What follows belongs to an exercise in optimizing a design on an open flow for small area and a short achievable clock period; a production flow would make more cautious choices. Only simulation tests tie the RTL to the original design; equivalence was not proved.

===== design/flow/constraint.sdc =====
create_clock -name core_clock -period 70.0 [get_ports {clk}]
set_input_delay 14.0000 -clock core_clock [delete_from_list [all_inputs] [get_ports {clk}]]
set_output_delay 14.0000 -clock core_clock [all_outputs]
set_load 0.01 [all_outputs]

===== design/flow/design.v =====
module mx8_group_sum (
    input  wire         clk,
    input  wire         rst,
    input  wire         in_valid,
    input  wire         a_fmt,
    input  wire         a_mx,
    input  wire [7:0]   a_scale,
    input  wire [127:0] a,
    input  wire         b_fmt,
    input  wire         b_mx,
    input  wire [7:0]   b_scale,
    input  wire [127:0] b,
    output reg          out_valid,
    output reg  [31:0]  gh,
    output reg  [31:0]  gl
);
    localparam N = 16;
    reg         v0;
    reg         r_a_fmt, r_b_fmt, r_a_mx, r_b_mx;
    reg [7:0]   r_a_scale, r_b_scale;
    reg [127:0] r_a, r_b;
    always @(posedge clk) begin
        v0        <= in_valid & ~rst;
        r_a_fmt   <= a_fmt;
        r_b_fmt   <= b_fmt;
        r_a_mx    <= a_mx;
        r_b_mx    <= b_mx;
        r_a_scale <= a_scale;
        r_b_scale <= b_scale;
        r_a       <= a;
        r_b       <= b;
    end
    function [10:0] dec;             
        input [7:0] x;
        input       f;
        reg   [4:0] ex;
        reg   [3:0] mn;
        reg         nan, inf;
        begin
            if (!f) begin
                mn  = {(x[6:3] != 4'd0), x[2:0]};
                ex  = {x[6], ~x[6], x[5:4], x[3] | (x[6:3] == 4'd0)};
                nan = (x[6:0] == 7'h7F);
                inf = 1'b0;
            end else begin
                mn  = {(x[6:2] != 5'd0), x[1:0], 1'b0};
                ex  = {x[6:3], x[2] | (x[6:2] == 5'd0)};
                nan = (x[6:2] == 5'h1F) && (x[1:0] != 2'd0);
                inf = (x[6:2] == 5'h1F) && (x[1:0] == 2'd0);
            end
            dec = {nan, inf, ex, mn};
        end
    endfunction
    wire a_snan = r_a_mx & (&r_a_scale);
    wire b_snan = r_b_mx & (&r_b_scale);
    reg [7:0]  p_man  [0:N-1];
    reg [5:0]  p_exp  [0:N-1];      
    reg [6:0]  p_key  [0:N-1];      
    reg        p_sgn  [0:N-1];
    reg        e_nan, e_pinf, e_ninf;
    integer i, j;
    reg [10:0] da, db;
    reg [2:0]  msb;
    reg        az, bz;
    always @(*) begin
        e_nan  = a_snan | b_snan;
        e_pinf = 1'b0;
        e_ninf = 1'b0;
        for (i = 0; i < N; i = i + 1) begin
            da = dec(r_a[8*i +: 8], r_a_fmt);
            db = dec(r_b[8*i +: 8], r_b_fmt);
            az = (r_a[8*i +: 7] == 7'd0);
            bz = (r_b[8*i +: 7] == 7'd0);
            p_sgn[i] = r_a[8*i+7] ^ r_b[8*i+7];
            p_man[i] = da[3:0] * db[3:0];
            p_exp[i] = {1'b0, da[8:4]} + {1'b0, db[8:4]};
            msb = 3'd0;
            for (j = 1; j < 8; j = j + 1)
                if (p_man[i][j])
                    msb = j;
            p_key[i] = (az | bz) ? 7'd0 : ({1'b0, p_exp[i]} + {4'd0, msb});
            e_nan  = e_nan | da[10] | db[10] | (da[9] & bz) | (db[9] & az);
            e_pinf = e_pinf | ((da[9] | db[9]) & ~p_sgn[i]);
            e_ninf = e_ninf | ((da[9] | db[9]) &  p_sgn[i]);
        end
    end
    reg [6:0]  emax;
    reg [N-1:0] alive, col;
    always @(*) begin
        alive = {N{1'b1}};
        for (j = 6; j >= 0; j = j - 1) begin
            for (i = 0; i < N; i = i + 1)
                col[i] = p_key[i][j];
            emax[j] = |(alive & col);
            if (emax[j])
                alive = alive & col;
        end
    end
    reg [6:0]  sh;
    reg [25:0] wide;
    reg [18:0] addend [0:N-1];
    reg [7:0]  lost;
    reg        sticky;
    reg [4:0]  nneg;
    always @(*) begin
        sticky = 1'b0;
        nneg   = 5'd0;
        for (i = 0; i < N; i = i + 1) begin
            sh   = emax - {1'b0, p_exp[i]};
            wide = {p_man[i], 18'd0} >> sh[4:0];
            addend[i] = ((sh[6:5] != 2'd0) ? 19'd0 : wide[18:0]) ^ {19{p_sgn[i]}};
            lost = 8'd0;
            for (j = 0; j < 8; j = j + 1)
                if (sh > 7'd18 + j)
                    lost[j] = p_man[i][j];
            sticky = sticky | (|lost);
            nneg = nneg + {4'd0, p_sgn[i]};
        end
    end
    function [49:0] csa;             
        input [24:0] x, y, z;
        begin
            csa = {((x & y) | (x & z) | (y & z)) << 1, x ^ y ^ z};
        end
    endfunction
    reg [24:0] rw [0:16];
    reg [24:0] l1 [0:11];
    reg [24:0] l2 [0:7];
    reg [24:0] l3 [0:5];
    reg [24:0] l4 [0:3];
    reg [24:0] l5 [0:2];
    reg [24:0] l6 [0:1];
    reg [5:0]  nneg_n;
    reg [24:0] total;
    always @(*) begin
        for (i = 0; i < N; i = i + 1)
            rw[i] = {6'd0, addend[i]};
        nneg_n = -{1'b0, nneg};
        rw[16] = {nneg_n, 14'd0, nneg};
        for (i = 0; i < 5; i = i + 1)
            {l1[2*i+1], l1[2*i]} = csa(rw[3*i], rw[3*i+1], rw[3*i+2]);
        l1[10] = rw[15];
        l1[11] = rw[16];
        for (i = 0; i < 4; i = i + 1)
            {l2[2*i+1], l2[2*i]} = csa(l1[3*i], l1[3*i+1], l1[3*i+2]);
        {l3[1], l3[0]} = csa(l2[0], l2[1], l2[2]);
        {l3[3], l3[2]} = csa(l2[3], l2[4], l2[5]);
        l3[4] = l2[6];
        l3[5] = l2[7];
        {l4[1], l4[0]} = csa(l3[0], l3[1], l3[2]);
        {l4[3], l4[2]} = csa(l3[3], l3[4], l3[5]);
        {l5[1], l5[0]} = csa(l4[0], l4[1], l4[2]);
        l5[2] = l4[3];
        {l6[1], l6[0]} = csa(l5[0], l5[1], l5[2]);
        total = l6[0] + l6[1];
    end
    reg [10:0] kb;
    always @(*) begin
        kb = {4'd0, emax} - 11'd54 + 11'd127;
        if (r_a_mx) kb = kb + {3'd0, r_a_scale} - 11'd127;
        if (r_b_mx) kb = kb + {3'd0, r_b_scale} - 11'd127;
    end
    reg         v1;
    reg [24:0]  r_t;
    reg [10:0]  r_kb;
    reg         r_sticky;
    reg [1:0]   r_cls;       
    always @(posedge clk) begin
        v1       <= v0 & ~rst;
        r_t      <= total;
        r_kb     <= kb;
        r_sticky <= sticky;
        r_cls    <= (e_nan | (e_pinf & e_ninf)) ? 2'd1 :
                    e_pinf ? 2'd2 : e_ninf ? 2'd3 : 2'd0;
    end
    reg               t_sign;
    reg [22:0]        t_mag;
    reg [4:0]         t_top;
    reg signed [11:0] ef;          
    reg signed [11:0] sub_sh;
    reg [23:0]        norm;
    reg [25:0]        n_sub, rem, half;
    reg               up;
    reg [31:0]        res_h, res_l;
    always @(*) begin
        t_sign = r_t[24];
        t_mag  = t_sign ? -r_t[22:0] : r_t[22:0];
        t_top  = 5'd0;
        for (i = 1; i < 23; i = i + 1)
            if (t_mag[i])
                t_top = i;
        ef = $signed({r_kb[10], r_kb}) + $signed({7'd0, t_top});
        norm   = 24'd0;
        n_sub  = 26'd0;
        rem    = 26'd0;
        half   = 26'd0;
        up     = 1'b0;
        sub_sh = 12'sd0;
        res_l  = 32'h0000_0000;
        if (r_cls == 2'd1) begin
            res_h = 32'h7FC0_0000;
        end else if (r_cls == 2'd2) begin
            res_h = 32'h7F80_0000;
        end else if (r_cls == 2'd3) begin
            res_h = 32'hFF80_0000;
        end else if (r_t == 25'd0) begin
            res_h = 32'h0000_0000;
        end else if (ef > 12'sd254) begin
            res_h = {t_sign, 8'hFF, 23'd0};
        end else if (ef >= 12'sd1) begin
            norm  = {1'b0, t_mag} << (5'd23 - t_top);
            res_h = {t_sign, ef[7:0], norm[22:0]};
        end else begin
            sub_sh = -($signed({r_kb[10], r_kb}) + 12'sd22);
            if (sub_sh <= 12'sd0) begin
                n_sub = {3'b000, t_mag} << (-sub_sh);
            end else begin
                if (sub_sh > 12'sd25)
                    sub_sh = 12'sd25;
                n_sub = {3'b000, t_mag} >> sub_sh;
                rem   = {3'b000, t_mag} & ((26'd1 << sub_sh) - 26'd1);
                half  = 26'd1 << (sub_sh - 1);
                up    = (rem > half) || ((rem == half) && (r_sticky || n_sub[0]));
            end
            res_h = {t_sign, 7'd0, n_sub[23:0]} + {31'd0, up};
            if (rem != 26'd0)
                res_l = {t_sign ^ up, 31'd0};
        end
    end
    always @(posedge clk) begin
        out_valid <= v1 & ~rst;
        gh        <= res_h;
        gl        <= res_l;
    end
endmodule

===== design/flow/config.mk =====
export PLATFORM = sky130hd
export DESIGN_NAME = mx8_group_sum
export DESIGN_NICKNAME = mx8_group_sum
export VERILOG_FILES = /design/flow/design.v
export SDC_FILE = /design/flow/constraint.sdc
export NUM_CORES = 4
export LEC_CHECK = 0
export CAP_MARGIN = 20
export CORE_MARGIN = 2
export CORE_UTILIZATION = 30
export PLACE_DENSITY = 0.5
export SLEW_MARGIN = 20

===== design/flow/run.sh =====
#!/bin/bash
# synth_recipe.tcl (not shown) runs the flow's synth.tcl, then flattens the netlist and writes it again
# the make line also repeats each setting of config.mk as NAME=value (left out here)
make -C /OpenROAD-flow-scripts/flow DESIGN_CONFIG=/design/flow/config.mk WORK_HOME=/design/flow/orfs CLKGATE_MAP_FILE= SYNTH_SCRIPT=/design/flow/synth_recipe.tcl finish

==> impl_metrics.py <==
metrics = {
    "sta": {
        "post-route-period-util_pct": 36.2,
        "slew_viol_final": 0,
        "rsz0062_at_grt": "false",
        "setup_viol": 0,
        "clock_skew_ns": 0.0201,
        "whs_ns": 0.445,
        "slew-limit-headroom_pct": 13.9,
        "worst_pin_slew_ns": 1.28,
        "report.final.hold_viol_count": 0,
        "tns_ns": 0,
        "fin_crit_ns": 25.37,
        "max_freq_mhz": 39.4,
    },
    "clock_network": {
        "cts-hold-fix-buffers": 0,
        "cts_tree": "yes",
        "cts_sinks": 351,
        "h-tree-depth": 2,
        "path_clk_slew_ns": 0.06,
        "root_buffer": "clkbuf_16",
        "cts_resized": 0,
        "clk_latency_ns": 0.66,
        "clk_path_buf_depth": 3,
        "postCtsSetupBuffers": 0,
        "cts_made_buffers": 42,
    },
    "drt": {
        "drc": 0,
        "drtIter0Drc": 6662,
        "wl_per_cell_microns": 26.3,
        "first_pass_iters": 7,
        "num_vias": 62600,
        "routed_wl_microns": 295000,
        "ant_nets": 0,
        "vias_per_cell": 5.60,
    },
    "global_route": {
        "grt.overflow.total": 0,
        "antenna_found_initial": 6,
        "grt_pass1_vias": 58600,
        "grt_max_degree": 68,
        "track_usage_pct": 26.8,
        "grt_pass1_wl_microns": 415000,
    },
    "hold_path": {
        "hold_class": "reg -> reg",
    },
    "place": {
        "place_area_sq_um": 68900,
        "dp.final_hpwl_microns": 254000,
        "place.gp.congestion": 1.04,
        "port_buffers": 312,
    },
    "synthesis": {
        "synth_top_cell_area_share_pct": 12.7,
        "yosys_register_bits": 351,
        "ys_types": 122,
        "synth_warnings": 13,
        "syn_area_sq_um": 62300,
        "avgSynthCellArea_sq_um": 7.56,
        "postSynthCellCount": 8245,
        "synthArstFlopShare_pct": 0,
        "synth_top_area_cell": "fa_1",
        "synth_ff_type": "dfxtp_1",
        "synth_edf_count": 0,
        "yosysSeqAreaShare_pct": 11.3,
        "ys_top_cells_by_area": "fa_1 13%, dfxtp_1 11%, ha_1 11%",
    },
    "critical_path": {
        "timing.rr.start": "r_b_fmt",
        "cp.required_ns": 70.58,
        "crit_end": "r_t[24]",
        "critical_path.max_fanout": 54,
        "max_stage_delay_ns": 0.93,
        "crit_type": "reg -> reg",
        "crit_top_cell": "fa_1",
        "rr_worst_depth": 87,
        "r2r_slack_ns": 44.63,
        "cp-start-kind": "flip-flop",
        "crit_start": "r_b_fmt",
        "critPathArrivalTime_ns": 25.95,
        "critical_path.slowest_cell": "or4_1",
        "cp-end-kind": "flip-flop",
        "rr_endpoint": "r_t[24]",
    },
    "finish": {
        "syn2layout_area_growth_pct": 13.0,
        "drive_gt1_share_pct": 6.27,
        "nets": 9676,
        "nFillCells": 22000,
        "fin_area_sq_um": 70400,
    },
    "die": {
        "die-area_sq_um": 211000,
        "pin_count": 344,
        "start_util_pct": 30.1,
        "fp.coreArea_sq_um": 207000,
        "num_rows": 167,
        "die_h_microns": 460,
        "die_width_microns": 460,
    },
    "run_status": {
        "outcome": "no timing/DRC/antenna violations",
    },
    "job": {
        "drv_cap": 0,
    },
}
==> through the flow <==
| step | util [%] | setup WS, ns | std cells |
|---|---|---|---|
| global placement | 33.3 | 45.20 | 11100 |
| global route | 34.1 | 43.25 | 11200 |
| CTS | 34.0 | 44.91 | 11200 |
| finish | 34.1 | 44.63 | 11200 |
| floorplan | - | 50.36 | 8275 |
| detailed placement | 33.4 | 44.96 | 11100 |
==> synth_stat cells (all sizes together), types with 52 or more instances <==
cell type,n
nor2,963
nand2,847
inv,663
a21oi,596
ha,548
xnor2,513
o21ai,428
fa,394
dfxtp,351
mux2i,269
clkbuf,252
nor3,219
nand3,202
xor2,200
nand2b,156
mux2,153
a21o,127
o22ai,89
buf,81
a22oi,80
a31oi,77
nor2b,73
nand4,70
a211oi,66
nor4,65
or4,52
==> flip-flops by register name, indices dropped and copies added (netlist names) <==
register,cells
r_cls,2
r_a_scale,8
r_b_fmt,1
r_kb,11
r_b_scale,8
r_sticky,1
v0,1
r_a_fmt,1
gl,1
v1,1
r_t,25
gh,32
r_b,128
r_a,128
r_a_mx,1
out_valid,1
r_b_mx,1
==> how the worst min path moves through the flow <==
stage                     slack [ns]  start  depth (start not counted)   endpoint
after detailed placement        0.43     v0                          1         v1
after global placement          0.42     v1                          1  out_valid
after CTS                       0.46     v1                          1  out_valid
after global routing            0.47     v0                          1         v1
after floorplan                 0.41     v1                          1  out_valid
final                           0.44     v1                          1  out_valid
==> cell families after synthesis <==
kind of cell             Yosys count  synth area share, %
AND/OR/NAND/NOR                 2879                 21.4
AO/OA/AOI/OAI                   1912                 19.7
buffers and inverters           1002                 6.35
adder cells (fa/ha/maj)          955                 23.9
XOR/XNOR                         713                 10.0
multiplexers                     431                 7.41
flip-flops                       351                 11.3
other                              2               0.0121
==> final cells by class <==
cell class	instances	area, sq um	share of cell area, %
Multi-Input combinational cell	6922	51700	73.5
Clock inverter	15	195	0.277
Antenna cell	3	7.51	0.0107
Tap cell	2704	3380	4.81
Inverter	669	2520	3.58
Clock buffer	59	1220	1.73
Sequential cell	351	7030	10.0
Timing Repair Buffer	469	4300	6.11
==> layout by cell type (no fill, tap or decap), drive strengths merged, types with 70 or more instances in the layout <==
master	n
buf	157
dfxtp	351
o22ai	89
xnor2	513
a21oi	596
nand2b	156
nor2	963
fa	394
nor3	219
o21ai	428
a22oi	80
clkdlybuf4s50	312
a21o	127
xor2	200
nand2	847
nand4	70
a31oi	77
mux2	153
nand3	202
ha	548
nor2b	73
mux2i	269
inv	666
==> per-layer routing <==
layer / global-route usage (%) / wire length [microns]
met5: 0 / 34
met1: 36.7 / 131000
met4: 14.6 / 19800
met2: 40.5 / 124000
met3: 3.58 / 20200
==> worst max-delay path, delay by kind of cell (launching register included) <==
family                     cells  cell delay, ns
AOI/OAI and AO/OA             34            6.60
adders and majority gates     14            6.13
and+or+nand+nor               23            6.03
buffers and inverters         12            4.47
xor gates and xnor gates       3            0.76
DFF                            1            0.66
muxes                          1            0.42

[re-timing with driven ports]
How much do the figures lean on ideal ports? The routed layout below was timed once more, with nothing changed but the port constraints.
Step 1 sets driving cells, clkbuf_16 on the clock port and buf_2 on the other inputs (assumed; they add their load-dependent delay and slew).
Step 2 times the ports against the registers' clock, not the clock port: input delays grow and output delays shrink by t, the midpoint of the rising clock arrivals with the driver on.
a / b / c = ideal ports / drivers / drivers and shift; a / b = the first two.
t, ns: 0.747
slack for setup (ns): 44.631 / 44.631 / 44.631
worst setup path after step 2: register to register
slew at the worst register clock pin (ns): 0.06 / 0.06
cell pins on the clock port's net: 1
After both steps this run still meets setup and hold. For this run, drivers alone change the setup slack by 0.000 ns; drivers and shift together by 0.000 ns.
